This design comes from an exercise in tuning for small area on the open sky130 flow, not from production work.
Where RTL was checked, it was by simulation tests only, not by an equivalence proof against the original.
Only the layout flow was run in runs 1 and 2; the RTL was not checked for function there.
No activity file was given, so power comes from the tool's default toggle rates.

==> design/flow/design.v <==
module vbs_rca #(parameter W = 8) (
    input  wire [W-1:0] a,
    input  wire [W-1:0] b,
    input  wire         ci,
    output wire [W-1:0] s,
    output wire         co
);
    wire [W:0] c;
    assign c[0] = ci;
    genvar i;
    generate
        for (i = 0; i < W; i = i + 1) begin : g
            assign s[i]   = a[i] ^ b[i] ^ c[i];
            assign c[i+1] = (a[i] & b[i]) | (a[i] & c[i]) | (b[i] & c[i]);
        end
    endgenerate
    assign co = c[W];
endmodule
module vbs_sinc2(input [14:0] h, output [6:0] f);
    wire n1 = h[0] ^ h[2] ^ h[4];
    wire n2 = (h[0] & h[2]) | (h[0] & h[4]) | (h[2] & h[4]);
    wire n3 = h[6] ^ h[8] ^ h[10];
    wire n4 = (h[6] & h[8]) | (h[6] & h[10]) | (h[8] & h[10]);
    wire n5 = h[1] ^ h[13] ^ h[2];
    wire n6 = (h[1] & h[13]) | (h[1] & h[2]) | (h[13] & h[2]);
    wire n7 = h[12] ^ h[5] ^ h[9];
    wire n8 = (h[12] & h[5]) | (h[12] & h[9]) | (h[5] & h[9]);
    wire n9 = h[3] ^ h[11] ^ h[4];
    wire n10 = (h[3] & h[11]) | (h[3] & h[4]) | (h[11] & h[4]);
    wire n11 = h[10] ^ h[5] ^ h[9];
    wire n12 = (h[10] & h[5]) | (h[10] & h[9]) | (h[5] & h[9]);
    wire n13 = n1 ^ n3 ^ h[12];
    wire n14 = (n1 & n3) | (n1 & h[12]) | (n3 & h[12]);
    wire n15 = n2 ^ n4 ^ n5;
    wire n16 = (n2 & n4) | (n2 & n5) | (n4 & n5);
    wire n17 = n7 ^ h[6] ^ h[8];
    wire n18 = (n7 & h[6]) | (n7 & h[8]) | (h[6] & h[8]);
    wire n19 = n6 ^ n8 ^ n9;
    wire n20 = (n6 & n8) | (n6 & n9) | (n8 & n9);
    wire n21 = n11 ^ h[6] ^ h[8];
    wire n22 = (n11 & h[6]) | (n11 & h[8]) | (h[6] & h[8]);
    wire n23 = n10 ^ n12 ^ h[7];
    wire n24 = (n10 & n12) | (n10 & h[7]) | (n12 & h[7]);
    wire n25 = n14 ^ n15 ^ n17;
    wire n26 = (n14 & n15) | (n14 & n17) | (n15 & n17);
    wire n27 = n16 ^ n18 ^ n19;
    wire n28 = (n16 & n18) | (n16 & n19) | (n18 & n19);
    wire n29 = n20 ^ n22 ^ n23;
    wire n30 = (n20 & n22) | (n20 & n23) | (n22 & n23);
    wire n31 = n26 ^ n27 ^ n21;
    wire n32 = (n26 & n27) | (n26 & n21) | (n27 & n21);
    wire n33 = n32 ^ n28 ^ n29;
    wire n34 = (n32 & n28) | (n32 & n29) | (n28 & n29);
    wire n35 = n34 ^ n30 ^ n24;
    wire n36 = (n34 & n30) | (n34 & n24) | (n30 & n24);
    wire n37 = n13 ^ h[14];
    wire n38 = n13 & h[14];
    wire n39 = n25 ^ n38;
    wire n40 = n25 & n38;
    wire n41 = n31 ^ n40;
    wire n42 = n31 & n40;
    wire n43 = n33 ^ n42;
    wire n44 = n33 & n42;
    wire n45 = n35 ^ n44;
    wire n46 = n35 & n44;
    wire n47 = n36 ^ n46;
    wire n48 = n36 & n46;
    assign f = {n48, n47, n45, n43, n41, n39, n37};
endmodule
module vb_sense (
    input  wire         clk,
    input  wire         rst,
    input  wire         enable,
    input  wire         tick,
    input  wire [5:0]   s_ls,
    input  wire         s_hs,
    input  wire         hs_en,
    input  wire [95:0]  sense_fs,
    input  wire [95:0]  i_oc,
    input  wire [15:0]  hs_fs,
    input  wire [15:0]  bank_oc,
    output wire [48:0]  f_code,
    output wire [5:0]   oc_fault,
    output wire         bank_oc_fault,
    output reg          meas_valid,
    output wire [101:0] meas_x
);
    function [11:0] wtab;
        input [7:0] idx;
        begin
            case (idx)
            8'd0: wtab = 12'd2080;
            8'd1: wtab = 12'd2016;
            8'd2: wtab = 12'd1953;
            8'd3: wtab = 12'd1891;
            8'd4: wtab = 12'd1830;
            8'd5: wtab = 12'd1770;
            8'd6: wtab = 12'd1711;
            8'd7: wtab = 12'd1653;
            8'd8: wtab = 12'd1596;
            8'd9: wtab = 12'd1540;
            8'd10: wtab = 12'd1485;
            8'd11: wtab = 12'd1431;
            8'd12: wtab = 12'd1378;
            8'd13: wtab = 12'd1326;
            8'd14: wtab = 12'd1275;
            8'd15: wtab = 12'd1225;
            8'd16: wtab = 12'd1176;
            8'd17: wtab = 12'd1128;
            8'd18: wtab = 12'd1081;
            8'd19: wtab = 12'd1035;
            8'd20: wtab = 12'd990;
            8'd21: wtab = 12'd946;
            8'd22: wtab = 12'd903;
            8'd23: wtab = 12'd861;
            8'd24: wtab = 12'd820;
            8'd25: wtab = 12'd780;
            8'd26: wtab = 12'd741;
            8'd27: wtab = 12'd703;
            8'd28: wtab = 12'd666;
            8'd29: wtab = 12'd630;
            8'd30: wtab = 12'd595;
            8'd31: wtab = 12'd561;
            8'd32: wtab = 12'd528;
            8'd33: wtab = 12'd496;
            8'd34: wtab = 12'd465;
            8'd35: wtab = 12'd435;
            8'd36: wtab = 12'd406;
            8'd37: wtab = 12'd378;
            8'd38: wtab = 12'd351;
            8'd39: wtab = 12'd325;
            8'd40: wtab = 12'd300;
            8'd41: wtab = 12'd276;
            8'd42: wtab = 12'd253;
            8'd43: wtab = 12'd231;
            8'd44: wtab = 12'd210;
            8'd45: wtab = 12'd190;
            8'd46: wtab = 12'd171;
            8'd47: wtab = 12'd153;
            8'd48: wtab = 12'd136;
            8'd49: wtab = 12'd120;
            8'd50: wtab = 12'd105;
            8'd51: wtab = 12'd91;
            8'd52: wtab = 12'd78;
            8'd53: wtab = 12'd66;
            8'd54: wtab = 12'd55;
            8'd55: wtab = 12'd45;
            8'd56: wtab = 12'd36;
            8'd57: wtab = 12'd28;
            8'd58: wtab = 12'd21;
            8'd59: wtab = 12'd15;
            8'd60: wtab = 12'd10;
            8'd61: wtab = 12'd6;
            8'd62: wtab = 12'd3;
            8'd63: wtab = 12'd1;
            8'd64: wtab = 12'd2016;
            8'd65: wtab = 12'd2080;
            8'd66: wtab = 12'd2142;
            8'd67: wtab = 12'd2202;
            8'd68: wtab = 12'd2260;
            8'd69: wtab = 12'd2316;
            8'd70: wtab = 12'd2370;
            8'd71: wtab = 12'd2422;
            8'd72: wtab = 12'd2472;
            8'd73: wtab = 12'd2520;
            8'd74: wtab = 12'd2566;
            8'd75: wtab = 12'd2610;
            8'd76: wtab = 12'd2652;
            8'd77: wtab = 12'd2692;
            8'd78: wtab = 12'd2730;
            8'd79: wtab = 12'd2766;
            8'd80: wtab = 12'd2800;
            8'd81: wtab = 12'd2832;
            8'd82: wtab = 12'd2862;
            8'd83: wtab = 12'd2890;
            8'd84: wtab = 12'd2916;
            8'd85: wtab = 12'd2940;
            8'd86: wtab = 12'd2962;
            8'd87: wtab = 12'd2982;
            8'd88: wtab = 12'd3000;
            8'd89: wtab = 12'd3016;
            8'd90: wtab = 12'd3030;
            8'd91: wtab = 12'd3042;
            8'd92: wtab = 12'd3052;
            8'd93: wtab = 12'd3060;
            8'd94: wtab = 12'd3066;
            8'd95: wtab = 12'd3070;
            8'd96: wtab = 12'd3072;
            8'd97: wtab = 12'd3072;
            8'd98: wtab = 12'd3070;
            8'd99: wtab = 12'd3066;
            8'd100: wtab = 12'd3060;
            8'd101: wtab = 12'd3052;
            8'd102: wtab = 12'd3042;
            8'd103: wtab = 12'd3030;
            8'd104: wtab = 12'd3016;
            8'd105: wtab = 12'd3000;
            8'd106: wtab = 12'd2982;
            8'd107: wtab = 12'd2962;
            8'd108: wtab = 12'd2940;
            8'd109: wtab = 12'd2916;
            8'd110: wtab = 12'd2890;
            8'd111: wtab = 12'd2862;
            8'd112: wtab = 12'd2832;
            8'd113: wtab = 12'd2800;
            8'd114: wtab = 12'd2766;
            8'd115: wtab = 12'd2730;
            8'd116: wtab = 12'd2692;
            8'd117: wtab = 12'd2652;
            8'd118: wtab = 12'd2610;
            8'd119: wtab = 12'd2566;
            8'd120: wtab = 12'd2520;
            8'd121: wtab = 12'd2472;
            8'd122: wtab = 12'd2422;
            8'd123: wtab = 12'd2370;
            8'd124: wtab = 12'd2316;
            8'd125: wtab = 12'd2260;
            8'd126: wtab = 12'd2202;
            8'd127: wtab = 12'd2142;
            8'd128: wtab = 12'd0;
            8'd129: wtab = 12'd0;
            8'd130: wtab = 12'd1;
            8'd131: wtab = 12'd3;
            8'd132: wtab = 12'd6;
            8'd133: wtab = 12'd10;
            8'd134: wtab = 12'd15;
            8'd135: wtab = 12'd21;
            8'd136: wtab = 12'd28;
            8'd137: wtab = 12'd36;
            8'd138: wtab = 12'd45;
            8'd139: wtab = 12'd55;
            8'd140: wtab = 12'd66;
            8'd141: wtab = 12'd78;
            8'd142: wtab = 12'd91;
            8'd143: wtab = 12'd105;
            8'd144: wtab = 12'd120;
            8'd145: wtab = 12'd136;
            8'd146: wtab = 12'd153;
            8'd147: wtab = 12'd171;
            8'd148: wtab = 12'd190;
            8'd149: wtab = 12'd210;
            8'd150: wtab = 12'd231;
            8'd151: wtab = 12'd253;
            8'd152: wtab = 12'd276;
            8'd153: wtab = 12'd300;
            8'd154: wtab = 12'd325;
            8'd155: wtab = 12'd351;
            8'd156: wtab = 12'd378;
            8'd157: wtab = 12'd406;
            8'd158: wtab = 12'd435;
            8'd159: wtab = 12'd465;
            8'd160: wtab = 12'd496;
            8'd161: wtab = 12'd528;
            8'd162: wtab = 12'd561;
            8'd163: wtab = 12'd595;
            8'd164: wtab = 12'd630;
            8'd165: wtab = 12'd666;
            8'd166: wtab = 12'd703;
            8'd167: wtab = 12'd741;
            8'd168: wtab = 12'd780;
            8'd169: wtab = 12'd820;
            8'd170: wtab = 12'd861;
            8'd171: wtab = 12'd903;
            8'd172: wtab = 12'd946;
            8'd173: wtab = 12'd990;
            8'd174: wtab = 12'd1035;
            8'd175: wtab = 12'd1081;
            8'd176: wtab = 12'd1128;
            8'd177: wtab = 12'd1176;
            8'd178: wtab = 12'd1225;
            8'd179: wtab = 12'd1275;
            8'd180: wtab = 12'd1326;
            8'd181: wtab = 12'd1378;
            8'd182: wtab = 12'd1431;
            8'd183: wtab = 12'd1485;
            8'd184: wtab = 12'd1540;
            8'd185: wtab = 12'd1596;
            8'd186: wtab = 12'd1653;
            8'd187: wtab = 12'd1711;
            8'd188: wtab = 12'd1770;
            8'd189: wtab = 12'd1830;
            8'd190: wtab = 12'd1891;
            8'd191: wtab = 12'd1953;
            default: wtab = 12'd0;
            endcase
        end
    endfunction
    wire       clr  = rst | ~enable;
    wire       inst = tick & enable & ~rst;
    wire [6:0] bits = {s_hs, s_ls};
    integer n;
    genvar  c;
    reg         fresh;                 
    reg  [4:0]  q    [0:6];            
    reg  [6:0]  qz;                    
    reg  [6:0]  prev_hit;
    reg  [6:0]  sticky;
    wire [6:0]  hit;
    always @(posedge clk) begin
        if (clr)       fresh <= 1'b1;
        else if (inst) fresh <= 1'b0;
    end
    generate
        for (c = 0; c < 7; c = c + 1) begin : g_fast
            reg  [14:0] h;             
            wire        h0 = h[0] & ~fresh;
            wire [6:0]  f;
            vbs_sinc2 u_s (.h({h[14:1], h0}), .f(f));
            always @(posedge clk) begin
                if (clr)       h[14:1] <= 14'd0;
                else if (inst) h[14:1] <= {h[13:1], h0};
                if (inst)      h[0] <= bits[c];
            end
            assign f_code[7*c +: 7] = f;
            wire        ge;
            vbs_rca #(6) u_c (.a({f[6], f[4:0]}), .b(~{1'b0, q[c]}), .ci(qz[c]), .s(), .co(ge));
            assign hit[c] = (f[6] | f[5]) & ge;
        end
    endgenerate
    assign oc_fault      = sticky[5:0] | (hit[5:0] & prev_hit[5:0]);
    assign bank_oc_fault = sticky[6]   | (hit[6] & prev_hit[6]);
    always @(posedge clk) begin
        if (clr) begin
            prev_hit <= 7'd0;
            sticky   <= 7'd0;
        end else if (tick) begin
            prev_hit <= {hit[6] & hs_en, hit[5:0]};
            sticky   <= {bank_oc_fault, oc_fault};
        end
    end
    reg  [6:0]  dsel;                  
    reg  [1:0]  dph;                   
    reg  [15:0] rem;
    reg  [3:0]  qq;
    wire [111:0] fs_all = {hs_fs, sense_fs};
    wire [111:0] i_all  = {bank_oc, i_oc};
    wire [15:0]  d_fs, d_i;
    generate
        for (c = 0; c < 16; c = c + 1) begin : g_dmux
            wire [6:0] tf, ti;
            genvar k;
            for (k = 0; k < 7; k = k + 1) begin : g_k
                assign tf[k] = dsel[k] & fs_all[16*k + c];
                assign ti[k] = dsel[k] & i_all[16*k + c];
            end
            assign d_fs[c] = |tf;
            assign d_i[c]  = |ti;
        end
    endgenerate
    wire [15:0] r0 = (dph == 2'd0) ? d_i : rem;
    wire [15:0] t1, t2;
    wire        nb1, nb2;
    vbs_rca #(16) u_d1 (.a({r0[14:0], 1'b0}), .b(~d_fs), .ci(1'b1), .s(t1), .co(nb1));
    wire        qa = nb1 | r0[15];
    wire [15:0] r1 = qa ? t1 : {r0[14:0], 1'b0};
    vbs_rca #(16) u_d2 (.a({r1[14:0], 1'b0}), .b(~d_fs), .ci(1'b1), .s(t2), .co(nb2));
    wire        qb = nb2 | r1[15];
    wire [15:0] r2 = qb ? t2 : {r1[14:0], 1'b0};
    always @(posedge clk) begin
        if (clr) begin
            dsel <= 7'd1;
            dph  <= 2'd0;
        end else if (dph == 2'd2) begin
            dph  <= 2'd0;
            dsel <= {dsel[5:0], dsel[6]};
        end else begin
            dph  <= dph + 2'd1;
        end
        rem <= r2;
        qq  <= (dph == 2'd0) ? {2'b00, qa, qb} : {qq[1:0], qa, qb};
        for (n = 0; n < 7; n = n + 1)
            if (dph == 2'd2 && dsel[n]) begin
                q[n]  <= {qq, qa};
                qz[n] <= (r1 == 16'd0);
            end
    end
    reg  [5:0]  pos;                   
    reg  [1:0]  blk;                   
    reg  [1:0]  ph;                    
    reg  [2:0]  fl;                    
    reg  [2:0]  zl;                    
    reg  [2:0]  dl;                    
    wire        apply = |fl;
    wire        zero  = |zl;
    wire [1:0]  role  = (ph == blk) ? 2'd0 :
                        (ph == ((blk == 2'd2) ? 2'd0 : blk + 2'd1)) ? 2'd1 : 2'd2;
    wire        zc    = apply & (role == 2'd2) & (pos == 6'd0);
    wire [11:0] w     = wtab({role, pos});
    wire        dec   = inst & (pos == 6'd62);
    always @(posedge clk) begin
        if (rst) begin
            blk <= 2'd0;
            ph  <= 2'd0;
            dl  <= 3'd0;
        end else begin
            if (inst && pos == 6'd63) blk <= (blk == 2'd2) ? 2'd0 : blk + 2'd1;
            ph  <= (ph == 2'd2) ? 2'd0 : ph + 2'd1;
            dl  <= {dl[1:0], dec};
        end
        if (clr) begin
            pos <= 6'd63;
            fl  <= 3'd0;
        end else begin
            if (inst) pos <= pos + 6'd1;
            fl  <= {fl[1:0], inst};
        end
        zl <= {zl[1:0], clr};
    end
    reg         cact;                  
    reg  [5:0]  csel;                  
    reg  [3:0]  cstep;                 
    wire        cfirst = (cstep == 4'd0);
    wire        clast  = (cstep == 4'd15);
    wire        capv   = (|dl) & (role == 2'd0);
    wire [18:0] mv;                    
    wire        mm;                    
    wire [17:0] u_in;
    reg  [17:0] u;
    wire [18:0] ms;
    wire [18:0] vsel [0:5];
    wire [5:0]  msel;
    generate
        for (c = 0; c < 6; c = c + 1) begin : g_meas
            reg  [17:0] r0q, r1q, r2q;     
            reg  [18:0] v;                 
            reg  [15:0] fsr;               
            wire        zb   = (zero | zc) & ~capv;
            wire [17:0] base = zb ? 18'd0 : r2q;
            wire [11:0] wadd = ((apply | capv) & g_fast[c].h[0]) ? w : 12'd0;
            wire [17:0] sum;
            wire        sco;
            vbs_rca #(18) u_r (.a(base), .b({6'd0, wadd}), .ci(1'b0), .s(sum), .co(sco));
            always @(posedge clk) begin
                r0q <= sum;
                r1q <= r0q;
                r2q <= r1q;
                if (capv)
                    v <= {~sco & ~sum[17], ~sum[17], sum[16:0]};
                else if (cact && csel[c] && clast)
                    v[16:0] <= ms[18:2];
                if (dec) fsr <= sense_fs[16*c +: 16];
                else     fsr <= {fsr[0], fsr[15:1]};
            end
            assign vsel[c] = csel[c] ? v : 19'd0;
            assign msel[c] = csel[c] & fsr[13];
            assign meas_x[17*c +: 17] = v[16:0];
        end
    endgenerate
    assign mv = vsel[0] | vsel[1] | vsel[2] | vsel[3] | vsel[4] | vsel[5];
    assign mm = |msel;
    assign u_in = cfirst ? {1'b0, mv[18], 16'd0} : u;
    vbs_rca #(19) u_m (.a({u_in[17], u_in}), .b(mm ? mv : 19'd0), .ci(mv[18]),
                       .s(ms), .co());
    always @(posedge clk) begin
        u <= ms[18:1];
        if (rst) begin
            cact       <= 1'b0;
            meas_valid <= 1'b0;
        end else begin
            meas_valid <= cact & clast & csel[5];
            if (dl[2]) begin
                cact  <= 1'b1;
                csel  <= 6'd1;
                cstep <= 4'd0;
            end else if (cact) begin
                cstep <= cstep + 4'd1;
                if (clast) begin
                    csel <= {csel[4:0], 1'b0};
                    if (csel[5]) cact <= 1'b0;
                end
            end
        end
    end
endmodule
==> design/flow/flow/run.sh <==
#!/bin/bash
# The standard layout (standard.sh) with two changes: the ports are
# buffered by the smallest buffer (sky130_fd_sc_hd__buf_1), and clock tree
# synthesis uses larger sink clusters and no dummy loads.
# make's output goes to flow_make.log; each ORFS step logs under orfs/logs.
set -euo pipefail
bash standard.sh \
  "BUFFER_PORTS_ARGS=-buffer_cell sky130_fd_sc_hd__buf_1" \
  "CTS_ARGS=-sink_clustering_enable -repair_clock_nets -sink_clustering_size 35 -sink_clustering_max_diameter 80 -dont_use_dummy_load" \
  finish > flow_make.log 2>&1
==> design/flow/standard.sh <==
#!/bin/bash
# synth_recipe.tcl (not shown) runs the flow's synth.tcl, then flattens the netlist and writes it again
# the make line also repeats each setting of config.mk as NAME=value (left out here)
make -C /OpenROAD-flow-scripts/flow DESIGN_CONFIG=/design/flow/config.mk WORK_HOME=/design/flow/orfs CLKGATE_MAP_FILE= SYNTH_SCRIPT=/design/flow/synth_recipe.tcl "${@:-finish}"
==> design/flow/config.mk <==
export PLATFORM = sky130hd
export DESIGN_NAME = vb_sense
export DESIGN_NICKNAME = vb_sense
export VERILOG_FILES = /design/flow/design.v
export SDC_FILE = /design/flow/constraint.sdc
export NUM_CORES = 4
export LEC_CHECK = 0
export CAP_MARGIN = 20
export CORE_MARGIN = 2
export CORE_UTILIZATION = 40
export PLACE_DENSITY = 0.6
export SLEW_MARGIN = 20
==> design/flow/constraint.sdc <==
create_clock -name core_clock -period 15.0 [get_ports {clk}]
set_input_delay 3.0000 -clock core_clock [delete_from_list [all_inputs] [get_ports {clk}]]
set_output_delay 3.0000 -clock core_clock [all_outputs]
set_load 0.01 [all_outputs]
==> run summary, run 1 <==
vias=23687; YS warnings=2; PwrDens=approximately 120 mW/mm^2; Worst Path Required=~16 ns; row count=between 100 and 150; initial antenna violation count=4; Crit Path Max Fanout=5; Slew @ Worst Pin=between 1 and 1.5 ns; Slew Viols, Final=0; clk_skew=between 0.15 and 0.2 ns; setup TNS after final layout=0 ns; slowest CP cell=fa_2; initial core utilization=0.405; Seq/Total Area, Yosys=0.490; RD Place Congestion=just over 0.9; die height=~300 um; syn avg cell area=approximately 11 um^2; Design Area, Final=0.0378 mm^2; Clock transition at path regs=~0.12 ns; Yosys reg bits=roughly 770; Lkg Pwr=15.5 nW; DRT iter0 DRCs=around 2200; Place WS=-0.424 ns; Initial DRT Pass Iterations=10; post-route non-filler standard cell count=4630; commonest cells in the netlist=dfxtp_1 (601), nand2_1 (575), inv_1 (250), fa_1 (238), nor2_1 (233); ratio of final minimum period to clock period=0.989; Routed Antenna Nets=0; I/O pins=approximately 400; GRT Total Usage=0.206; fmax=~67 MHz; share of flip-flops with an asynchronous set or reset=0; CP Buf/Inv Count=3; RSZ-0062 raised after global routing=true; largest net degree at the start of global routing=a little under 100; Final Critical Period=around 15 ns; Primary FF master, synth=dfxtp_1; first-pass GRT wire length=142000 um; cts bufs inserted=just over 40; startpoint types=input port; Worst setup EP type=flop; Final setup viols=0; compound-cell area share of the yosys netlist=0.0803; mux cell area share after synthesis=0.0363; layout cells sized above 1=0.0464; post-route setup slack=about 0.16 ns; kind of cell adding the most delay to the critical path=adder cells; I/O Buffers=slightly below 400; total wire length=~94000 um; Hold Path Class=flop to flop; # clock sinks=between 700 and 800; maximum VDD drop=just over 90 uV; Hold Violations, Final=0; gr ovfl total=0; flop2flop setup slack=about 1.7 ns; most common cell in the netlist=dfxtp_1; hold buffers post-CTS=0; Post-DP HPWL=roughly 70000 um; area grow syn2layout=7.55%; drc violations=0; Rel. slew slack=0.319; critical path class=input port to flop; Mapped Area=about 0.035 mm^2; number of global-route vias before repair=about 24000; number of max-cap violations=0; adder-cell share of the synthesized area=0.178; Power Total=about 4.5 mW; number of flops mapped to enable cells by yosys=approximately 170; worst hold margin=0.309 ns; Yosys top cell by area=dfxtp_1; Clock Tree Buf Depth=3; top-area cell type share of the netlist area=0.342; cells after synthesis=3296; CTS tree=built; Die X=approximately 300 um; wire per inst=slightly above 20 um; synthesized-area fraction occupied by and/or/nand/nor cells=0.131; Placed Instance Area=about 0.037 mm^2; placed cells=roughly 4600; number of vias per cell=about 5.1; Core ar.=just under 0.09 mm^2; status=finished clean; Worst EP arrival=~15 ns; htree depth=2; clock tree root driver cell=clkbuf_16; largest stage delay on the critical path=around 0.53 ns; Die Area=~0.09 mm^2; Skew-Pair Late Insertion Delay=0.66 ns; synth unique cells=73; main combinational cell family by area after synthesis=adder cells; Post-Synth XOR/XNOR Area=0.00349; most used cell, CP=fa_2; final core area utilization=0.435; synth top area cells=dfxtp_1 (34%), edfxtp_1 (15%), fa_1 (14%); net count reported at finish=a little over 4000
-- metal layers --
layer	wire length [um]	track usage	part of all wire
met2	42000	0.320	0.45
met3	6340	0.0358	0.068
met1	42100	0.289	0.45
met4	3390	0.0735	0.036
met5	11	0	0.00012
-- where the power goes --
| group | leakage, nW | switching (mW) | internal (mW) | total [mW] |
|---|---|---|---|---|
| registers | 6.47 | 0.0582 | 2.39 | 2.45 |
| clock network | 0.505 | 0.649 | 0.488 | 1.14 |
| logic | 8.56 | 0.597 | 0.331 | 0.928 |
| total | 15.5 | 1.30 | 3.21 | 4.51 |
-- cell type report --
cell class | count | area, um^2
inverter | 255 | 962
sequential | 774 | 17200
tap | 1155 | 1450
clock buffer | 41 | 1030
timing repair buffer | 449 | 1900
fill | 8303 | 49100
antenna | 3 | 7.51
multi-input combinational | 1953 | 15300
-- registers in the layout, indices dropped and copies added, names as in the netlist, 6 cells and up --
name,cells
csel,6
g_meas.r2q,108
g_meas.fsr,96
dsel,7
g_meas.v,114
sticky,7
prev_hit,7
qz,7
q,35
g_meas.r1q,108
pos,6
g_fast.h,105
rem,16
u,18
g_meas.r0q,108
-- worst paths after layout --
kind	start	to	cells past startpoint
setup / recovery	i_oc[80]	rem[8]	42
hold / removal	g_meas[5].r1q[14]	g_meas[5].r2q[14]	0
setup reg to reg	dph[0]	rem[8]	42
hold reg to reg	g_meas[5].r1q[14]	g_meas[5].r2q[14]	0
-- kinds of logic after synthesis --
logic type | Yosys count
AOI/OAI and AO/OA | 385
xor gates and xnor gates | 14
adders and majority gates | 361
buffers and inverters | 571
DFF | 774
muxes | 125
and+or+nand+nor | 1066
-- placed cells by master, fill, tap and decap left out, types with 5 or more instances in the layout --
cell,count
nand2_1,574
and2_1,11
mux2i_1,118
a22o_1,9
dfxtp_1,601
nor3_1,13
fa_1,210
o21ai_1,5
xor2_1,5
edfxtp_1,173
nor2b_1,138
o21ai_0,36
nand4_1,6
ha_1,111
buf_1,393
buf_4,54
a211oi_1,6
clkbuf_16,41
nand2b_1,25
a22oi_1,106
a221oi_1,16
maj3_1,11
a31oi_1,36
nor2_1,232
xnor2_1,8
a32o_1,8
nand3b_1,7
o31ai_1,14
a311oi_1,7
nand3_1,37
inv_1,248
o22ai_1,9
fa_2,28
a21o_1,16
o211ai_1,10
a222oi_1,31
a21oi_1,45
-- timing repair --
| action | 4_1_cts | 5_1_grt |
|---|---|---|
| setup endpoints to repair | 0 | 17 |
| gates resized for setup | 0 | 9 |
| buffers inserted | 0 | 1 |
==> inputs of run 2 (changes only) <==
--- a/design/flow/design.v
+++ b/design/flow/design.v
@@ -438,3 +438,3 @@
                     v <= {~sco & ~sum[17], ~sum[17], sum[16:0]};
-                else if (cact && csel[c] && clast)
+                else if (c < 5 && cact && csel[c] && clast)
                     v[16:0] <= ms[18:2];
@@ -445,3 +445,3 @@
             assign msel[c] = csel[c] & fsr[13];
-            assign meas_x[17*c +: 17] = v[16:0];
+            assign meas_x[17*c +: 17] = (c < 5) ? v[16:0] : ms[18:2];
         end
@@ -459,3 +459,3 @@
         end else begin
-            meas_valid <= cact & clast & csel[5];
+            meas_valid <= cact & (cstep == 4'd14) & csel[5];
             if (dl[2]) begin
==> design/flow/flow/run.sh (replaced) <==
#!/bin/bash
# The standard layout (standard.sh) with three changes:
#  - synthesis is synth_recipe.tcl with two changes to its combinational
#    logic optimisation, made by flow_synth.tcl written below: yosys synth
#    skips its generic abc pass (-noabc; the -nofsm -noshare of synth_recipe.tcl
#    stay), so the explicit full-adder chains of the RTL reach extract_fa
#    unchanged, and the technology-mapping abc call uses flow/area.script,
#    a deeper ABC script. Registers are mapped before abc and are untouched.
#  - the ports are buffered by the smallest buffer (sky130_fd_sc_hd__buf_1);
#  - clock tree synthesis uses larger sink clusters and no dummy loads.
# make's output goes to flow_make.log; each ORFS step logs under orfs/logs.
set -euo pipefail
WORK=$(pwd)
export VBS_ABC_SCRIPT=$WORK/flow/area.script
{
  cat <<'T'
proc abc {args} {
  set i [lsearch -exact $args -script]
  if {$i >= 0} { lset args [expr {$i + 1}] $::env(VBS_ABC_SCRIPT) }
  yosys abc {*}$args
}
T
  sed 's/yosys synth -nofsm -noshare {\*}\$args/yosys synth -nofsm -noshare -noabc {*}$args/' synth_recipe.tcl
} > flow_synth.tcl
grep -q -- '-noabc' flow_synth.tcl
bash standard.sh \
  "SYNTH_SCRIPT=$WORK/flow_synth.tcl" \
  "BUFFER_PORTS_ARGS=-buffer_cell sky130_fd_sc_hd__buf_1" \
  "CTS_ARGS=-sink_clustering_enable -repair_clock_nets -sink_clustering_size 30 -sink_clustering_max_diameter 80 -dont_use_dummy_load" \
  finish > flow_make.log 2>&1
==> design/flow/flow/area.script (new file) <==
&get -n
&st
&deepsyn -T 20
&dch -f
&nf -R 1000
&st
&syn2
&dch -f
&nf -R 1000
&put
topo
--- a/design/flow/config.mk
+++ b/design/flow/config.mk
@@ -9,4 +9,5 @@
 export CORE_MARGIN = 2
-export CORE_UTILIZATION = 40
-export PLACE_DENSITY = 0.6
+export CORE_UTILIZATION = 55
+export PLACE_DENSITY = 0.7
+export SETUP_SLACK_MARGIN = 0.3
 export SLEW_MARGIN = 20
==> run 2 against run 1 <==
Still clean on timing, DRC and antenna. Setup slack improved by 0.26 ns. Synthesized cell count is 17% lower. Highest routed layer is now met4. Synthesized area shrank 7.4%. Largest power group unchanged. Critical path type unchanged. Global-route usage increased by 6.8 points.
==> run summary, run 2 <==
Design Area, Final=approximately 0.035 mm^2; Worst Path Required=15.43 ns; final core area utilization=0.602; ratio of final minimum period to clock period=0.972; # clock sinks=between 700 and 800; Hold Path Class=flop to flop; Lkg Pwr=about 15 nW; initial antenna violation count=8; gr ovfl total=0; die height=between 200 and 250 um; maximum VDD drop=approximately 110 uV; YS warnings=2; Worst EP arrival=about 15 ns; PwrDens=roughly 130 mW/mm^2; Hold Violations, Final=0; Yosys top cell by area=dfxtp_1; I/O Buffers=between 300 and 400; Mapped Area=0.0326 mm^2; top-area cell type share of the netlist area=0.370; DRT iter0 DRCs=approximately 1900; clock tree root driver cell=clkbuf_16; number of global-route vias before repair=about 23000; commonest cells in the netlist=dfxtp_1 (601), nand2_1 (552), fa_1 (239), edfxtp_1 (173), buf_4 (151); Power Total=~4.5 mW; layout cells sized above 1=0.0441; fmax=roughly 69 MHz; largest net degree at the start of global routing=about 110; row count=between 80 and 90; Final setup viols=0; Worst Hold Path EP=g_meas[3].r1q[1]; Critical R2R Capture=rem[4]; reg2reg path depth=37; GRT Total Usage=0.274; Crit Path Max Fanout=8; most used cell, CP=fa_2; syn avg cell area=around 12 um^2; hold buffers post-CTS=0; RD Place Congestion=between 0.9 and 1; clk_skew=about 0.080 ns; status=finished clean; number of max-cap violations=0; commonest non-fill, non-tap cell in the layout=dfxtp_1; Skew-Pair Late Insertion Delay=0.61 ns; wire per inst=21.6 um; vias=22137; Placed Instance Area=0.0344 mm^2; share of flip-flops with an asynchronous set or reset=0; synth unique cells=just over 50; startpoint types=input port; Reg with most FFs=g_meas.v; Primary FF master, synth=dfxtp_1; most common cell in the netlist=dfxtp_1; Worst setup EP type=flop; first-pass GRT wire length=~130000 um; Initial DRT Pass Iterations=8; RSZ-0062 raised after global routing=true; area grow syn2layout=8.82%; slowest CP cell=a222oi_1; total wire length=between 80000 and 90000 um; Core ar.=0.0588 mm^2; Die X=about 250 um; Yosys reg bits=~770; drc violations=0; Clock Tree Buf Depth=3; Slew Viols, Final=0; flop2flop setup slack=around 2.0 ns; cells after synthesis=approximately 2700; Routed Antenna Nets=0; Clock transition at path regs=0.10 ns; initial core utilization=0.554; most frequent cells in the layout=dfxtp_1 (601), nand2_1 (550), buf_1 (394), fa_1 (209), edfxtp_1 (173); critical path class=input port to flop; synth top area cells=dfxtp_1 (37%), edfxtp_1 (16%), fa_1 (15%); Rel. slew slack=0.280; Slew @ Worst Pin=between 1 and 1.5 ns; largest stage delay on the critical path=about 0.46 ns; I/O pins=395; net count reported at finish=roughly 3700; htree depth=2; HP Start=g_meas[3].r0q[1]; max reg flops=around 110; Post-DP HPWL=between 60000 and 70000 um; Final Critical Period=~15 ns; number of flops mapped to enable cells by yosys=~170; cts bufs inserted=38; CTS tree=built; RR Startpoint=dsel[1]; number of vias per cell=around 5.7; Hold Path Depth=0; Seq/Total Area, Yosys=0.529; Die Area=slightly above 0.06 mm^2
[run 2: worst max path at each step]
stage               startpoint       to  cells after the start
floorplan             hs_fs[0]  rem[10]                     36
global placement      hs_fs[0]   rem[5]                     37
detailed placement    hs_fs[0]   rem[9]                     37
CTS                   hs_fs[0]   rem[9]                     37
global route          hs_fs[0]   rem[4]                     37
finish                hs_fs[0]   rem[4]                     37
[run 2: final cells by class]
cell class | count | area (um^2)
Fill cell | 4874 | 23400
Sequential cell | 774 | 17200
Multi-Input combinational cell | 1755 | 14100
Timing Repair Buffer | 447 | 1880
Tap cell | 773 | 967
Clock buffer | 38 | 951
Inverter | 69 | 260
Antenna cell | 9 | 22.5
[run 2: repair_timing]
action                     CTS  global route
resized for setup            0             4
setup endpoints to repair    0            16
setup buffers                0             2
[run 2: kinds of logic after synthesis]
family,synth area share
compound gates,0.0999
xor+xnor,0.00350
fa+ha+maj,0.192
buf+inv,0.0428
flops,0.529
mux,0.00976
simple gates,0.123
[run 2: worst max-delay path, delay by kind of cell]
family	cells	cell delay [ns]
compound gates	1	0.46
mux	1	0.18
fa+ha+maj	30	10.67
buf+inv	1	0.08
simple gates	4	0.61
[run 2: stage by stage]
stage / setup WS [ns] / instances / TNS (ns) / hold WS (ns)
finish: 0.421 / 3865 / 0 / 0.294
floorplan: 0.304 / 2747 / 0 / 0.310
detailed placement: -0.184 / 3814 / -2.60 / 0.312
CTS: 0.355 / 3852 / 0 / 0.290
global route: 0.269 / 3864 / 0 / 0.301
global placement: -0.0622 / 3814 / -0.915 / 0.310
[run 2: power by group]
group          switching [mW]  internal (mW)
combinational           0.612          0.332
clock                   0.628          0.455
sequential             0.0527           2.37
[run 2: per-layer routing]
metal | share of wire | track usage
met1 | 0.43 | 0.382
met2 | 0.47 | 0.438
met5 | 0 | 0
met4 | 0.030 | 0.0911
met3 | 0.072 | 0.0453
==> inputs of run 3 (changes only) <==
--- a/design/flow/design.v
+++ b/design/flow/design.v
@@ -293,3 +293,3 @@
     reg         fresh;                 
-    reg  [4:0]  q    [0:6];            
+    reg  [4:0]  qn   [0:6];            
     reg  [6:0]  qz;                    
@@ -315,3 +315,3 @@
             wire        ge;
-            vbs_rca #(6) u_c (.a({f[6], f[4:0]}), .b(~{1'b0, q[c]}), .ci(qz[c]), .s(), .co(ge));
+            vbs_rca #(6) u_c (.a({f[6], f[4:0]}), .b({1'b1, qn[c]}), .ci(qz[c]), .s(), .co(ge));
             assign hit[c] = (f[6] | f[5]) & ge;
@@ -372,3 +372,3 @@
             if (dph == 2'd2 && dsel[n]) begin
-                q[n]  <= {qq, qa};
+                qn[n] <= ~{qq, qa};
                 qz[n] <= (r1 == 16'd0);
==> run 3 against run 2 <==
Still clean. Synthesized area shrank 0.37%. Setup slack gained 0.045 ns. Non-clock buffer count unchanged. Core utilization is 0.19 points lower. Flip-flop and latch count unchanged. Synthesized cell count down 0.69%. Clock-buffer cell count down 2. First-iteration DRC count rose by 0.31%.
==> run summary, run 3 <==
Routed Antenna Nets=0; Mapped Area=0.0324 mm^2; Critical R2R Capture=rem[2]; Power Total=4.51 mW; Crit Path Max Fanout=5; drc violations=0; Yosys top cell by area=dfxtp_1; commonest cells in the netlist=dfxtp_1 (601), nor2_1 (419), nand2_1 (272), fa_1 (239), edfxtp_1 (173); Lkg Pwr=14.5 nW; Seq/Total Area, Yosys=0.531; RD Place Congestion=roughly 1; hold buffers post-CTS=0; number of vias per cell=~5.7; Slew @ Worst Pin=roughly 1.1 ns; slowest CP cell=fa_2; RSZ-0062 raised after global routing=true; wire per inst=around 21 um; initial core utilization=0.553; syn avg cell area=roughly 12 um^2; cells after synthesis=2728; die height=about 250 um; GRT Total Usage=0.267; Die Area=0.0609 mm^2; Hold Path Class=flop to flop; synth unique cells=53; number of max-cap violations=0; Hold Path Depth=0; total wire length=~81000 um; Initial DRT Pass Iterations=9; share of flip-flops with an asynchronous set or reset=0; Worst EP arrival=roughly 15 ns; initial antenna violation count=3; Worst Path Required=between 15 and 20 ns; net count reported at finish=about 3600; status=finished clean; Die X=approximately 250 um; startpoint types=input port; DRT iter0 DRCs=1923; first-pass GRT wire length=between 100000 and 150000 um; ratio of final minimum period to clock period=0.969; area grow syn2layout=8.67%; # clock sinks=774; cts bufs inserted=36; gr ovfl total=0; I/O pins=between 300 and 400; Worst Hold Path EP=g_meas[3].r1q[1]; largest stage delay on the critical path=about 0.45 ns; max reg flops=114; synth top area cells=dfxtp_1 (37%), edfxtp_1 (16%), fa_1 (15%); most frequent cells in the layout=dfxtp_1 (601), nor2_1 (418), buf_1 (393), nand2_1 (270), fa_1 (209); Slew Viols, Final=0; flop2flop setup slack=just under 2 ns; PwrDens=128 mW/mm^2; HP Start=g_meas[3].r0q[1]; Crit. Startpoint=sense_fs[1]; fmax=just under 70 MHz; kind of cell adding the most delay to the critical path=adder cells; Clock transition at path regs=~0.11 ns; Yosys reg bits=between 700 and 800; row count=between 80 and 90; Final Critical Period=about 15 ns; largest net degree at the start of global routing=109; Primary FF master, synth=dfxtp_1; most common cell in the netlist=dfxtp_1; Final setup viols=0; Post-DP HPWL=between 50000 and 60000 um; Core ar.=0.0587 mm^2; number of global-route vias before repair=about 22000; Hold Violations, Final=0; number of flops mapped to enable cells by yosys=between 150 and 200; YS warnings=2; Worst setup EP type=flop; htree depth=2; Rel. slew slack=0.250; reg2reg path depth=37; CTS tree=built; RR Startpoint=dsel[1]; I/O Buffers=394; CP Buf/Inv Count=1; Design Area, Final=approximately 0.035 mm^2; vias=21788; maximum VDD drop=between 100 and 150 uV; Clock Tree Buf Depth=3; Reg with most FFs=g_meas.v; critical path class=input port to flop; Placed Instance Area=0.0343 mm^2; commonest non-fill, non-tap cell in the layout=dfxtp_1; layout cells sized above 1=0.0438; clk_skew=0.0547 ns; clock tree root driver cell=clkbuf_16; top-area cell type share of the netlist area=0.371; most used cell, CP=fa_2; Skew-Pair Late Insertion Delay=0.58 ns
## run 3: worst max path at each step
stage / endpoint / cells after the start
6_report: rem[2] / 37
5_1_grt: rem[9] / 38
4_1_cts: rem[2] / 38
3_5_place_dp: rem[9] / 39
3_3_place_gp: rem[9] / 39
2_1_floorplan: rem[9] / 37
## run 3: where the power goes
| part | switching [mW] | internal [mW] | leakage, nW | total [mW] |
|---|---|---|---|---|
| clock network | 0.612 | 0.433 | 0.444 | 1.04 |
| logic | 0.648 | 0.368 | 7.59 | 1.02 |
| registers | 0.0487 | 2.40 | 6.49 | 2.45 |
| total | 1.31 | 3.21 | 14.5 | 4.51 |
## run 3: per-layer routing
metal / vias to the layer above / routed length, um / global-route usage
met3: 136 / 6120 / 0.0488
met4: 2 / 1900 / 0.0723
met1: 10751 / 35100 / 0.376
met2: 883 / 37900 / 0.425
met5: - / 13 / 0
li1: 10016 / - / -
## run 3: logic make-up (layout without fill, tap and decap cells)
kind of cell,Yosys count,count (layout),synth area share
AND/OR/NAND/NOR,916,918,0.122
flip-flops,774,774,0.531
AO/OA/AOI/OAI,446,446,0.104
adder cells (fa/ha/maj),346,346,0.189
buffers and inverters,205,537,0.0412
multiplexers,30,30,0.00972
XOR/XNOR,11,11,0.00297
other,0,1,0
## run 3: stage by stage
stage | TNS (ns) | cells | hold slack [ns] | utilization | setup WS (ns)
2_1_floorplan | 0 | 2728 | 0.310 | - | 0.305
3_3_place_gp | 0 | 3794 | 0.310 | 0.584 | 0.0196
3_5_place_dp | -1.40 | 3794 | 0.312 | 0.584 | -0.103
4_1_cts | 0 | 3830 | 0.322 | 0.599 | 0.443
5_1_grt | 0 | 3835 | 0.323 | 0.601 | 0.241
6_report | 0 | 3836 | 0.317 | 0.601 | 0.466
## run 3: worst register-to-register path: cells and delay by family (launching register included)
kind,cells,cell delay (ns)
buf+inv,1,0.37
flops,1,0.58
mux,1,0.17
fa+ha+maj,30,10.74
simple gates,4,0.56
compound gates,1,0.41
## run 3: cell type report
class | count | area [um^2]
Fill cell | 4782 | 23400
Multi-Input combinational cell | 1751 | 14000
Antenna cell | 1 | 2.50
Clock buffer | 36 | 901
Timing Repair Buffer | 447 | 1900
Inverter | 54 | 204
Sequential cell | 774 | 17200
Tap cell | 773 | 967
## run 3: timing repair
action | CTS | global route
gates resized for setup | 0 | 4
endpoints found under the setup margin | 0 | 16
buffers inserted | 0 | 2
==> inputs of run 4 (changes only) <==
--- a/design/flow/flow/run.sh
+++ b/design/flow/flow/run.sh
@@ -27,2 +27,3 @@
   "SYNTH_SCRIPT=$WORK/flow_synth.tcl" \
+  "REMOVE_ABC_BUFFERS=1" \
   "BUFFER_PORTS_ARGS=-buffer_cell sky130_fd_sc_hd__buf_1" \
--- a/design/flow/config.mk
+++ b/design/flow/config.mk
@@ -10,2 +10,3 @@
 export CORE_UTILIZATION = 55
+export GPL_TIMING_DRIVEN = 0
 export PLACE_DENSITY = 0.7
==> run 4 against run 3 <==
Setup slack got worse by 0.062 ns. Core utilization increased by 0.36 points. Still clean. Synthesized area did not move. Highest routed layer is now met4.
==> run summary, run 4 <==
status=finished clean; first-pass GRT wire length=about 130000 um; Skew-Pair Late Insertion Delay=approximately 0.57 ns; htree depth=2; Die X=around 250 um; cells after synthesis=2728; top-area cell type share of the netlist area=0.371; setup TNS after final layout=0 ns; Primary FF master, synth=dfxtp_1; wire per inst=approximately 21 um; Hold Path Class=flop to flop; synth unique cells=53; Seq/Total Area, Yosys=0.531; Routed Antenna Nets=0; Lkg Pwr=14.6 nW; ratio of final minimum period to clock period=0.973; layout cells sized above 1=0.0475; gr ovfl total=0; largest net degree at the start of global routing=98; Post-DP HPWL=roughly 60000 um; Clock transition at path regs=approximately 0.1 ns; DRT iter0 DRCs=between 2000 and 2500; row count=89; startpoint types=input port; die height=247 um; initial antenna violation count=2; max reg flops=around 110; Mapped Area=between 0.03 and 0.04 mm^2; Clock Tree Buf Depth=3; number of vias per cell=roughly 5.8; clock tree root driver cell=clkbuf_16; PwrDens=between 100 and 150 mW/mm^2; most used cell, CP=fa_2; net count reported at finish=approximately 3600; commonest non-fill, non-tap cell in the layout=dfxtp_1; Initial DRT Pass Iterations=9; number of flops mapped to enable cells by yosys=173; most frequent cells in the layout=dfxtp_1 (594), nor2_1 (418), buf_1 (393), nand2_1 (264), fa_1 (209); initial core utilization=0.553; vias=approximately 22000; share of flip-flops with an asynchronous set or reset=0; fmax=~69 MHz; RD Place Congestion=approximately 0.92; slowest CP cell=fa_2; Slew @ Worst Pin=~1.1 ns; I/O Buffers=394; area grow syn2layout=9.33%; most common cell in the netlist=dfxtp_1; Core ar.=roughly 0.059 mm^2; clk_skew=about 0.08 ns; Placed Instance Area=0.0343 mm^2; number of global-route vias before repair=around 22000; Final setup viols=0; # clock sinks=774; total wire length=between 80000 and 90000 um; Crit Path Max Fanout=6; I/O pins=about 400; syn avg cell area=between 10 and 15 um^2; Worst Path Required=15.42 ns; hold buffers post-CTS=0; Die Area=approximately 0.06 mm^2; Rel. slew slack=0.263; number of max-cap violations=0; YS warnings=2; critical path class=input port to flop; GRT Total Usage=0.268; synth top area cells=dfxtp_1 (37%), edfxtp_1 (16%), fa_1 (15%); maximum VDD drop=99.9 uV; commonest cells in the netlist=dfxtp_1 (601), nor2_1 (419), nand2_1 (272), fa_1 (239), edfxtp_1 (173); Slew Viols, Final=0; cts bufs inserted=37; Hold Violations, Final=0; largest stage delay on the critical path=0.39 ns; Reg with most FFs=g_meas.v; Design Area, Final=0.0355 mm^2; RSZ-0062 raised after global routing=true; Final Critical Period=between 10 and 15 ns; Worst setup EP type=flop; Yosys top cell by area=dfxtp_1; Worst EP arrival=15.02 ns; CTS tree=built; drc violations=0; Yosys reg bits=between 700 and 800
[run 4: final cells by class]
type | instances | area [um^2]
fillers | 4770 | 23200
flip-flops and latches | 774 | 17200
multi-input cells | 1749 | 14100
repair buffers | 440 | 2060
well taps | 773 | 967
clock buffers | 37 | 926
inverters | 54 | 218
diodes | 1 | 2.50
[run 4: worst max-delay path: cells and delay by family]
family,cells,cell delay (ns)
buf+inv,4,0.61
mux,2,0.44
fa+ha+maj,29,10.24
simple gates,3,0.38
compound gates,1,0.34
[run 4: layer usage]
layer / share of wire / GRT usage / vias up / wire [um]
met1: 0.42 / 0.373 / 10971 / 34400
met3: 0.074 / 0.0449 / 152 / 6040
met2: 0.47 / 0.432 / 918 / 38400
met5: 0 / 0 / - / 0
li1: - / - / 10018 / -
met4: 0.030 / 0.0843 / 0 / 2410
[run 4: path summary, 6_finish.rpt]
check,from,end,slack (ns),cells past startpoint
max,sense_fs[0],rem[5],0.40,39
min,g_meas[3].r0q[5],g_meas[3].r1q[5],0.30,0
max reg2reg,dsel[4],rem[5],2.01,38
min reg2reg,g_meas[3].r0q[5],g_meas[3].r1q[5],0.30,0
[run 4: power breakdown]
part	internal (mW)	total [mW]	leakage, nW	switching (mW)
registers	2.40	2.46	6.49	0.0539
logic	0.379	1.04	7.64	0.657
clock network	0.444	1.06	0.456	0.614
total	3.23	4.55	14.6	1.33
[run 4: cell families (layout without fill, tap and decap cells)]
kind of cell | count (synthesis) | in the layout | share of synthesized area
AOI/OAI and AO/OA | 446 | 446 | 0.104
muxes | 30 | 30 | 0.00972
buffers and inverters | 205 | 531 | 0.0412
and+or+nand+nor | 916 | 916 | 0.122
DFF | 774 | 774 | 0.531
adders and majority gates | 346 | 346 | 0.189
xor gates and xnor gates | 11 | 11 | 0.00297
other | 0 | 1 | 0
[run 4: timing repair]
action | CTS | global route
resized for setup | 37 | 14
setup endpoints to repair | 17 | 18
hold endpoints to repair | 0 | 0
pin swaps | 6 | 6
buffers inserted | 7 | 1
gates cloned | 0 | 1
[run 4: stage by stage]
| step | total power, mW | setup WS [ns] | hold WS [ns] | std cells | util |
|---|---|---|---|---|---|
| global placement | 3.45 | -7.64 | 0.310 | 3744 | 0.575 |
| global route | 4.78 | 0.137 | 0.293 | 3827 | 0.604 |
| detailed placement | 3.49 | -2.57 | 0.312 | 3780 | 0.585 |
| CTS | 4.56 | 0.304 | 0.292 | 3824 | 0.603 |
| floorplan | 3.14 | -1.33 | 0.310 | 2577 | - |
| finish | 4.55 | 0.404 | 0.296 | 3828 | 0.604 |
==> inputs of run 5 (changes only) <==
--- a/design/flow/flow/run.sh
+++ b/design/flow/flow/run.sh
@@ -27,3 +27,2 @@
   "SYNTH_SCRIPT=$WORK/flow_synth.tcl" \
-  "REMOVE_ABC_BUFFERS=1" \
   "BUFFER_PORTS_ARGS=-buffer_cell sky130_fd_sc_hd__buf_1" \
--- a/design/flow/config.mk
+++ b/design/flow/config.mk
@@ -7,8 +7,7 @@
 export LEC_CHECK = 0
-export CAP_MARGIN = 20
+export CAP_MARGIN = 5
 export CORE_MARGIN = 2
 export CORE_UTILIZATION = 55
-export GPL_TIMING_DRIVEN = 0
 export PLACE_DENSITY = 0.7
 export SETUP_SLACK_MARGIN = 0.3
-export SLEW_MARGIN = 20
+export SLEW_MARGIN = 5
==> run 5 against run 4 <==
Clock power about the same. Critical endpoint is now rem[13]. Design area decreased by 0.62%. Non-clock buffer count increased by 6. Via count decreased by 1.0%. Flip-flop and latch count unchanged. First-iteration DRC count decreased by 16%. Register-to-register slack got worse by 0.03 ns. Sequential share of layout area increased by 0.28 points. Still clean. Worst hold slack improved by 0.021 ns. Synthesized area unchanged. Critical path type unchanged. Global-route usage decreased by 0.063 points.
==> run summary, run 5 <==
maximum VDD drop=approximately 110 uV; Final setup viols=0; Seq/Total Area, Yosys=0.531; Yosys reg bits=slightly below 800; largest net degree at the start of global routing=between 100 and 150; Rel. slew slack=0.204; clock tree root driver cell=clkbuf_16; largest stage delay on the critical path=between 0.4 and 0.5 ns; first-pass GRT wire length=approximately 130000 um; Core ar.=just under 0.06 mm^2; Hold Violations, Final=0; gr ovfl total=0; Setup crit end=rem[13]; initial antenna violation count=2; die height=roughly 250 um; wire per inst=around 21 um; synth top area cells=dfxtp_1 (37%), edfxtp_1 (16%), fa_1 (15%); top-area cell type share of the netlist area=0.371; layout cells sized above 1=0.0438; max reg flops=about 110; Worst EP arrival=around 15 ns; area grow syn2layout=8.65%; placed cells=around 3800; I/O pins=395; fmax=~69 MHz; row count=~90; status=finished clean; startpoint types=input port; Primary FF master, synth=dfxtp_1; Post-DP HPWL=a little under 60000 um; setup TNS after final layout=0 ns; total wire length=between 80000 and 90000 um; RR Startpoint=dsel[1]; flop2flop setup slack=between 1.5 and 2 ns; hold buffers post-CTS=0; number of flops mapped to enable cells by yosys=approximately 170; critical path class=input port to flop; Skew-Pair Late Insertion Delay=0.59 ns; Place WS=-0.0944 ns; cts bufs inserted=36; RSZ-0062 raised after global routing=true; Reg with most FFs=g_meas.v; DRT iter0 DRCs=about 1900; Die X=247 um; most common cell in the netlist=dfxtp_1; Critical R2R Capture=rem[13]; CTS tree=built; Initial DRT Pass Iterations=9; Routed Antenna Nets=0; number of max-cap violations=0; GRT Total Usage=0.268; net count reported at finish=about 3600; commonest non-fill, non-tap cell in the layout=dfxtp_1; # clock sinks=between 700 and 800; I/O Buffers=approximately 390; slowest CP cell=fa_2; Mapped Area=~0.032 mm^2; share of flip-flops with an asynchronous set or reset=0; Hold Path Class=flop to flop; number of global-route vias before repair=22243; most frequent cells in the layout=dfxtp_1 (601), nor2_1 (418), buf_1 (392), nand2_1 (270), fa_1 (209); reg2reg path depth=37; Worst setup EP type=flop; Slew @ Worst Pin=about 1.2 ns; post-route non-filler standard cell count=between 3000 and 4000; synth unique cells=between 50 and 60; RD Place Congestion=0.980; Crit Path Max Fanout=5; commonest cells in the netlist=dfxtp_1 (601), nor2_1 (419), nand2_1 (272), fa_1 (239), edfxtp_1 (173); initial core utilization=0.553; most used cell, CP=fa_2; YS warnings=2; Final Critical Period=14.54 ns; Lkg Pwr=~15 nW; ratio of final minimum period to clock period=0.969; Slew Viols, Final=0; Yosys top cell by area=dfxtp_1; syn avg cell area=roughly 12 um^2; Crit. Startpoint=sense_fs[1]; vias=~22000; Die Area=0.0609 mm^2; Worst Path Required=15.41 ns; clk_skew=0.0658 ns; antenna diode count=0; Clock Tree Buf Depth=3; PwrDens=128 mW/mm^2; cells after synthesis=~2700; Clock transition at path regs=0.11 ns; post-route setup slack=roughly 0.46 ns; drc violations=0; htree depth=2; worst hold margin=about 0.32 ns; number of vias per cell=5.69
==> run 5: cells by family (layout without fill, tap and decap cells) <==
group                    Yosys count  in the layout  synth area share
multiplexers                      30             30           0.00972
flip-flops                       774            774             0.531
adder cells (fa/ha/maj)          346            346             0.189
AND/OR/NAND/NOR                  916            918             0.122
buffers and inverters            205            536            0.0412
AO/OA/AOI/OAI                    446            446             0.104
XOR/XNOR                          11             11           0.00297
==> run 5: how the worst min path moves through the flow <==
stage / startpoint / to / slack (ns) / cells past startpoint
2_1_floorplan: g_meas[0].r0q[0] / g_meas[0].r1q[0] / 0.31 / 0
3_3_place_gp: g_meas[2].r1q[14] / g_meas[2].r2q[14] / 0.31 / 0
3_5_place_dp: g_meas[1].r0q[15] / g_meas[1].r1q[15] / 0.31 / 0
4_1_cts: g_meas[3].r0q[1] / g_meas[3].r1q[1] / 0.32 / 0
5_1_grt: g_meas[3].r0q[1] / g_meas[3].r1q[1] / 0.32 / 0
6_report: g_meas[3].r0q[1] / g_meas[3].r1q[1] / 0.32 / 0
==> run 5: worst max-delay path: cells and delay by family <==
family,cells,cell delay (ns)
buf+inv,1,0.09
mux,1,0.16
compound gates,1,0.39
simple gates,4,0.55
fa+ha+maj,30,10.73
==> run 5: repair_timing <==
| action | 4_1_cts | 5_1_grt |
|---|---|---|
| buffers inserted | 0 | 2 |
| endpoints found under the setup margin | 0 | 16 |
| resized for setup | 0 | 9 |
==> run 5: area by class of cell <==
type                            instances  area [um^2]
Clock buffer                           36          901
Fill cell                            4775        23400
Inverter                               54          204
Multi-Input combinational cell       1751        14100
Sequential cell                       774        17200
Tap cell                              773          967
Timing Repair Buffer                  446         1880
==> run 5: power by group <==
| part | internal (mW) | leakage, nW | switching [mW] |
|---|---|---|---|
| logic | 0.368 | 7.59 | 0.649 |
| registers | 2.40 | 6.49 | 0.0488 |
| clock network | 0.433 | 0.444 | 0.617 |
| total | 3.21 | 14.5 | 1.31 |
==> run 5: metal layers <==
metal,track usage,share of wire
met2,0.428,0.47
met4,0.0773,0.026
met5,0,0.00016
met1,0.378,0.43
met3,0.0442,0.078
==> run 5: stage by stage <==
step                total power [mW]  cell area (um^2)  utilization
finish                          4.52             35200        0.600
global route                    4.76             35200        0.600
CTS                             4.53             35200        0.599
detailed placement              3.50             34300        0.584
global placement                3.46             34300        0.584
floorplan                       3.23             32500            -
==> inputs of run 6 (changes only) <==
--- a/design/flow/config.mk
+++ b/design/flow/config.mk
@@ -7,7 +7,7 @@
 export LEC_CHECK = 0
-export CAP_MARGIN = 5
+export CAP_MARGIN = 20
 export CORE_MARGIN = 2
-export CORE_UTILIZATION = 55
-export PLACE_DENSITY = 0.7
+export CORE_UTILIZATION = 65
+export PLACE_DENSITY = 0.8
 export SETUP_SLACK_MARGIN = 0.3
-export SLEW_MARGIN = 5
+export SLEW_MARGIN = 20
==> run 6 against run 5 <==
Still clean on timing, DRC and antenna. Sequential share of layout area up 0.25 points. Via count up 1.3%. Non-clock buffer count down 4. Combinational power about the same. Core utilization up 11 points. Total power down 0.54%. Cell count down 2.9%. Global-route usage up 5.2 points. Synthesized cell count unchanged. Sequential power about the same. Critical path depth up 1. Clock power about the same. Critical endpoint is now rem[15].
==> run summary, run 6 <==
Reg with most FFs=g_meas.v; first-pass GRT wire length=between 100000 and 150000 um; max reg flops=114; final core area utilization=0.715; Worst setup EP type=flop; gr ovfl total=0; most used cell, CP=fa_2; HP Start=g_meas[5].r0q[0]; critical path class=input port to flop; total wire length=81400 um; die height=approximately 230 um; RD Place Congestion=1.01; hold buffers post-CTS=0; Slew @ Worst Pin=1.10 ns; Worst Path Required=15.43 ns; post-route setup slack=roughly 0.35 ns; Yosys reg bits=774; fill cell total of the finished layout=between 3000 and 4000; Clock transition at path regs=between 0.1 and 0.15 ns; post-route non-filler standard cell count=roughly 3700; RR Startpoint=dsel[1]; most frequent cells in the layout=dfxtp_1 (601), nor2_1 (418), buf_1 (393), nand2_1 (270), fa_1 (209); row count=81; Critical R2R Capture=rem[15]; slowest CP cell=a222oi_1; Mapped Area=approximately 0.032 mm^2; Slew Viols, Final=0; largest stage delay on the critical path=0.42 ns; top-area cell type share of the netlist area=0.371; commonest non-fill, non-tap cell in the layout=dfxtp_1; Skew-Pair Late Insertion Delay=0.57 ns; Hold Path Class=flop to flop; clk_skew=about 0.054 ns; flop2flop setup slack=~1.9 ns; share of flip-flops with an asynchronous set or reset=0; synth top area cells=dfxtp_1 (37%), edfxtp_1 (16%), fa_1 (15%); drc violations=0; Die Area=just over 0.05 mm^2; CTS tree=built; Routed Antenna Nets=0; DRT iter0 DRCs=2347; largest net degree at the start of global routing=roughly 110; Hold Violations, Final=0; fmax=between 60 and 70 MHz; Core ar.=roughly 0.05 mm^2; placed cells=3679; number of global-route vias before repair=22810; Design Area, Final=between 0.03 and 0.04 mm^2; syn avg cell area=11.9 um^2; Post-DP HPWL=about 60000 um; ratio of final minimum period to clock period=0.976; cts bufs inserted=34; Die X=approximately 230 um; Worst EP arrival=between 15 and 20 ns; Crit Path Max Fanout=5; I/O Buffers=394; number of flops mapped to enable cells by yosys=around 170; Place WS=-0.275 ns; Yosys top cell by area=dfxtp_1; Placed Instance Area=0.0341 mm^2; Primary FF master, synth=dfxtp_1; Worst Hold Path EP=g_meas[5].r1q[0]; synth unique cells=53; number of max-cap violations=0; cells after synthesis=~2700; I/O pins=just under 400; htree depth=2; Multi-input gate area=0.0141 mm^2; Seq/Total Area, Yosys=0.531; Initial DRT Pass Iterations=7; wire per inst=about 22 um; Lkg Pwr=14.5 nW; commonest cells in the netlist=dfxtp_1 (601), nor2_1 (419), nand2_1 (272), fa_1 (239), edfxtp_1 (173); layout cells sized above 1=0.0422; # clock sinks=just under 800; Reg area=~0.017 mm^2; most common cell in the netlist=dfxtp_1; area grow syn2layout=8.10%; YS warnings=2; status=finished clean; number of vias per cell=~5.9; vias=22117; Final setup viols=0; PwrDens=128 mW/mm^2; RSZ-0062 raised after global routing=true; Final Critical Period=14.65 ns; net count reported at finish=~3600; maximum VDD drop=between 150 and 200 uV; Clock Tree Buf Depth=3; clock tree root driver cell=clkbuf_16; initial antenna violation count=2; reg2reg path depth=37; Hold Path Depth=0; GRT Total Usage=0.320; startpoint types=input port; Rel. slew slack=0.264; initial core utilization=0.661
## run 6: worst max-delay path, delay by kind of cell
family,cells,cell delay (ns)
AOI/OAI and AO/OA,1,0.42
muxes,1,0.17
and+or+nand+nor,4,0.42
buffers and inverters,2,0.32
adders and majority gates,30,10.72
## run 6: timing repair
| item | in CTS | in global routing |
|---|---|---|
| buffers inserted | 0 | 3 |
| resized for setup | 0 | 11 |
| endpoints found under the setup margin | 0 | 17 |
## run 6: how the worst max path moves through the flow
stage / slack, ns / start / depth (start not counted) / end
after floorplan: 0.31 / sense_fs[0] / 37 / rem[9]
after global placement: -0.02 / sense_fs[0] / 39 / rem[9]
after detailed placement: -0.28 / sense_fs[0] / 39 / rem[10]
after CTS: 0.32 / sense_fs[0] / 39 / rem[10]
after global routing: 0.14 / sense_fs[0] / 39 / rem[10]
final: 0.35 / sense_fs[0] / 38 / rem[15]
## run 6: kinds of logic (layout without fill, tap and decap cells)
| kind of cell | count (synthesis) | count (layout) | share of synthesized area |
|---|---|---|---|
| muxes | 30 | 30 | 0.00972 |
| and+or+nand+nor | 916 | 919 | 0.122 |
| xor gates and xnor gates | 11 | 11 | 0.00297 |
| AOI/OAI and AO/OA | 446 | 446 | 0.104 |
| adders and majority gates | 346 | 346 | 0.189 |
| other | 0 | 1 | 0 |
| DFF | 774 | 774 | 0.531 |
| buffers and inverters | 205 | 530 | 0.0412 |
## run 6: per-layer routing
layer | wire length, um | GRT usage
met1 | 32800 | 0.432
met2 | 39000 | 0.521
met4 | 2810 | 0.113
met5 | 10 | 0
met3 | 6770 | 0.0616
## run 6: final cells by class
cell class,instances,area share
antenna,1,0.0000714
clock buffer,34,0.0243
inverter,54,0.00582
multi-input combinational,1752,0.401
sequential,774,0.491
tap,664,0.0237
timing repair buffer,442,0.0534
## run 6: through the flow
step	power (mW)	TNS, ns	hold WS [ns]
6_report	4.50	0	0.328
5_1_grt	4.72	0	0.335
4_1_cts	4.48	0	0.327
3_5_place_dp	3.49	-3.84	0.312
3_3_place_gp	3.44	-0.0331	0.310
2_1_floorplan	3.23	0	0.310
## run 6: where the power goes
group | switching (mW) | internal, mW | total (mW)
Clock | 0.606 | 0.411 | 1.02
Combinational | 0.649 | 0.373 | 1.02
Sequential | 0.0518 | 2.40 | 2.46
==> inputs of run 7 (changes only) <==
--- a/design/flow/config.mk
+++ b/design/flow/config.mk
@@ -11,3 +11,3 @@
 export PLACE_DENSITY = 0.8
-export SETUP_SLACK_MARGIN = 0.3
+export SETUP_SLACK_MARGIN = 0.1
 export SLEW_MARGIN = 20
==> run 7 against run 6 <==
Fmax shrank 0.48%. Die area is the same. Design area about the same. Register-to-register slack got worse by 0.08 ns. First-iteration DRC count rose by 7.2%. Synthesized area did not move. Wire length fell by 0.91%. Core utilization barely moved. Total power about the same. Critical path depth unchanged. Non-clock buffer count rose by 5. Worst hold slack worse by 0.0045 ns.
==> run summary, run 7 <==
status=finished clean; maximum VDD drop=~100 uV; Critical R2R Capture=rem[6]; Skew-Pair Late Insertion Delay=between 0.5 and 0.6 ns; Worst setup EP type=flop; layout cells sized above 1=0.0418; Clock transition at path regs=0.10 ns; Yosys reg bits=a little under 800; Initial DRT Pass Iterations=10; critical path class=input port to flop; CTS tree=built; share of flip-flops with an asynchronous set or reset=0; initial antenna violation count=1; gr ovfl total=0; initial core utilization=0.661; syn avg cell area=between 10 and 15 um^2; Setup crit end=rem[6]; most common cell in the netlist=dfxtp_1; Worst EP arrival=15.16 ns; Reg area=0.0172 mm^2; Final setup viols=0; DRT iter0 DRCs=around 2500; Critical Path Stages=38; Core ar.=slightly below 0.05 mm^2; RD Place Congestion=around 0.96; Power Total=around 4.5 mW; Slew @ Worst Pin=1.15 ns; GRT Total Usage=0.316; Mapped Area=~0.032 mm^2; Multi-input gate area=approximately 0.014 mm^2; synth top area cells=dfxtp_1 (37%), edfxtp_1 (16%), fa_1 (15%); Seq/Total Area, Yosys=0.531; # clock sinks=774; number of flops mapped to enable cells by yosys=173; commonest cells in the netlist=dfxtp_1 (601), nor2_1 (419), nand2_1 (272), fa_1 (239), edfxtp_1 (173); Yosys top cell by area=dfxtp_1; ratio of final minimum period to clock period=0.981; RR Startpoint=dsel[5]; Hold Violations, Final=0; I/O Buffers=just under 400; DR WL met3=between 6000 and 7000 um; placed cells=between 3000 and 4000; slowest CP cell=fa_1; htree depth=2; Metal-1 WL=between 30000 and 40000 um; CP Buf/Inv Count=2; Crit Path Max Fanout=9; row count=81; total wire length=80700 um; number of vias per cell=between 5 and 6; most frequent cells in the layout=dfxtp_1 (601), nor2_1 (418), buf_1 (394), nand2_1 (270), fa_1 (212); die height=approximately 230 um; flop2flop setup slack=between 1.5 and 2 ns; clock tree root driver cell=clkbuf_16; startpoint types=input port; largest stage delay on the critical path=approximately 0.42 ns; YS warnings=2; DR WL met2=38500 um; synth unique cells=53; first-pass GRT wire length=around 130000 um; Rel. slew slack=0.232; Reg with most FFs=g_meas.v; vias=~22000; area grow syn2layout=8.09%; Final Critical Period=about 15 ns; cts bufs inserted=35; clk_skew=between 0.06 and 0.07 ns; Worst Path Required=about 15 ns; PwrDens=128 mW/mm^2; largest net degree at the start of global routing=106; Hold Path Class=flop to flop; Die Area=0.0517 mm^2; Post-DP HPWL=a little under 60000 um; commonest non-fill, non-tap cell in the layout=dfxtp_1; Clock Tree Buf Depth=3; cells after synthesis=between 2000 and 3000; max reg flops=about 110; drc violations=0; number of max-cap violations=0; fmax=68.0 MHz; DR top layer=met4; post-route non-filler standard cell count=approximately 3700; reg2reg path depth=37; number of global-route vias before repair=~23000; kind of cell adding the most delay to the critical path=adder cells; I/O pins=approximately 400; fill cell total of the finished layout=about 3500; Routed Antenna Nets=0; Lkg Pwr=roughly 15 nW; Die X=between 200 and 250 um; wire per inst=approximately 22 um; net count reported at finish=3642; Crit. Startpoint=sense_fs[0]; top-area cell type share of the netlist area=0.371; most used cell, CP=fa_2; Slew Viols, Final=0; Primary FF master, synth=dfxtp_1; RSZ-0062 raised after global routing=false
[run 7: cell count changes in the layout (fill, tap and decap cells not counted), moves of 2 or more]
cell / before / now
buf_4: 46 / 53
diode_2: 1 / 5
o21ai_1: 2 / 0
buf_6: 2 / 0
fa_2: 30 / 27
fa_1: 209 / 212
o21ai_0: 55 / 57
[run 7: how the worst min path moves through the flow]
| stage | start | endpoint | slack [ns] | depth (start not counted) |
|---|---|---|---|---|
| 6_report | g_meas[5].r1q[5] | g_meas[5].r2q[5] | 0.32 | 0 |
| 4_1_cts | g_meas[5].r1q[5] | g_meas[5].r2q[5] | 0.33 | 0 |
| 3_5_place_dp | g_meas[1].r1q[12] | g_meas[1].r2q[12] | 0.31 | 0 |
| 5_1_grt | g_meas[5].r1q[5] | g_meas[5].r2q[5] | 0.33 | 0 |
| 2_1_floorplan | g_meas[0].r0q[0] | g_meas[0].r1q[0] | 0.31 | 0 |
| 3_3_place_gp | g_meas[1].r1q[14] | g_meas[1].r2q[14] | 0.31 | 0 |
[run 7: layer usage]
| metal | GRT usage | up-vias |
|---|---|---|
| met5 | 0 | - |
| met1 | 0.439 | 11051 |
| li1 | - | 10039 |
| met2 | 0.516 | 1028 |
| met3 | 0.0497 | 176 |
| met4 | 0.0949 | 0 |
[run 7: timing repair]
item / CTS / global route
hold buffers: 0 / 0
setup buffers: 0 / 0
gates resized for setup: 0 / 5
setup endpoints to repair: 0 / 17
[run 7: logic make-up after synthesis]
kind of cell / synth area share
AND/OR/NAND/NOR: 0.122
flip-flops: 0.531
AO/OA/AOI/OAI: 0.104
adder cells (fa/ha/maj): 0.189
buffers and inverters: 0.0412
multiplexers: 0.00972
XOR/XNOR: 0.00297
[run 7: area by class of cell]
class	count	share of cell area
multi-input combinational	1751	0.400
clock buffer	35	0.0250
sequential	774	0.491
inverter	54	0.00582
antenna	5	0.000357
tap	664	0.0237
timing repair buffer	447	0.0535
[run 7: through the flow]
stage | util | setup TNS, ns | cell area, um^2 | hold WS (ns) | worst slack, ns
floorplan | - | 0 | 32500 | 0.310 | 0.101
global placement | 0.696 | -3.27 | 34100 | 0.310 | -0.200
detailed placement | 0.696 | -7.07 | 34100 | 0.312 | -0.432
CTS | 0.714 | 0 | 35000 | 0.326 | 0.123
global route | 0.714 | 0 | 35000 | 0.330 | 0.0967
finish | 0.715 | 0 | 35100 | 0.323 | 0.284
[run 7: power breakdown]
| group | leakage [nW] | internal [mW] | total (mW) | switching [mW] |
|---|---|---|---|---|
| clock | 0.431 | 0.421 | 1.03 | 0.609 |
| sequential | 6.49 | 2.40 | 2.46 | 0.0512 |
| combinational | 7.58 | 0.366 | 1.01 | 0.642 |
| total | 14.5 | 3.19 | 4.50 | 1.30 |

Setup slack of run 7, layout unchanged: 0.284 ns with ideal ports, 0.323 ns with driving cells assumed (clock clkbuf_16, inputs buf_2), -0.289 ns with port delays also shifted by the 0.611 ns mid clock arrival.
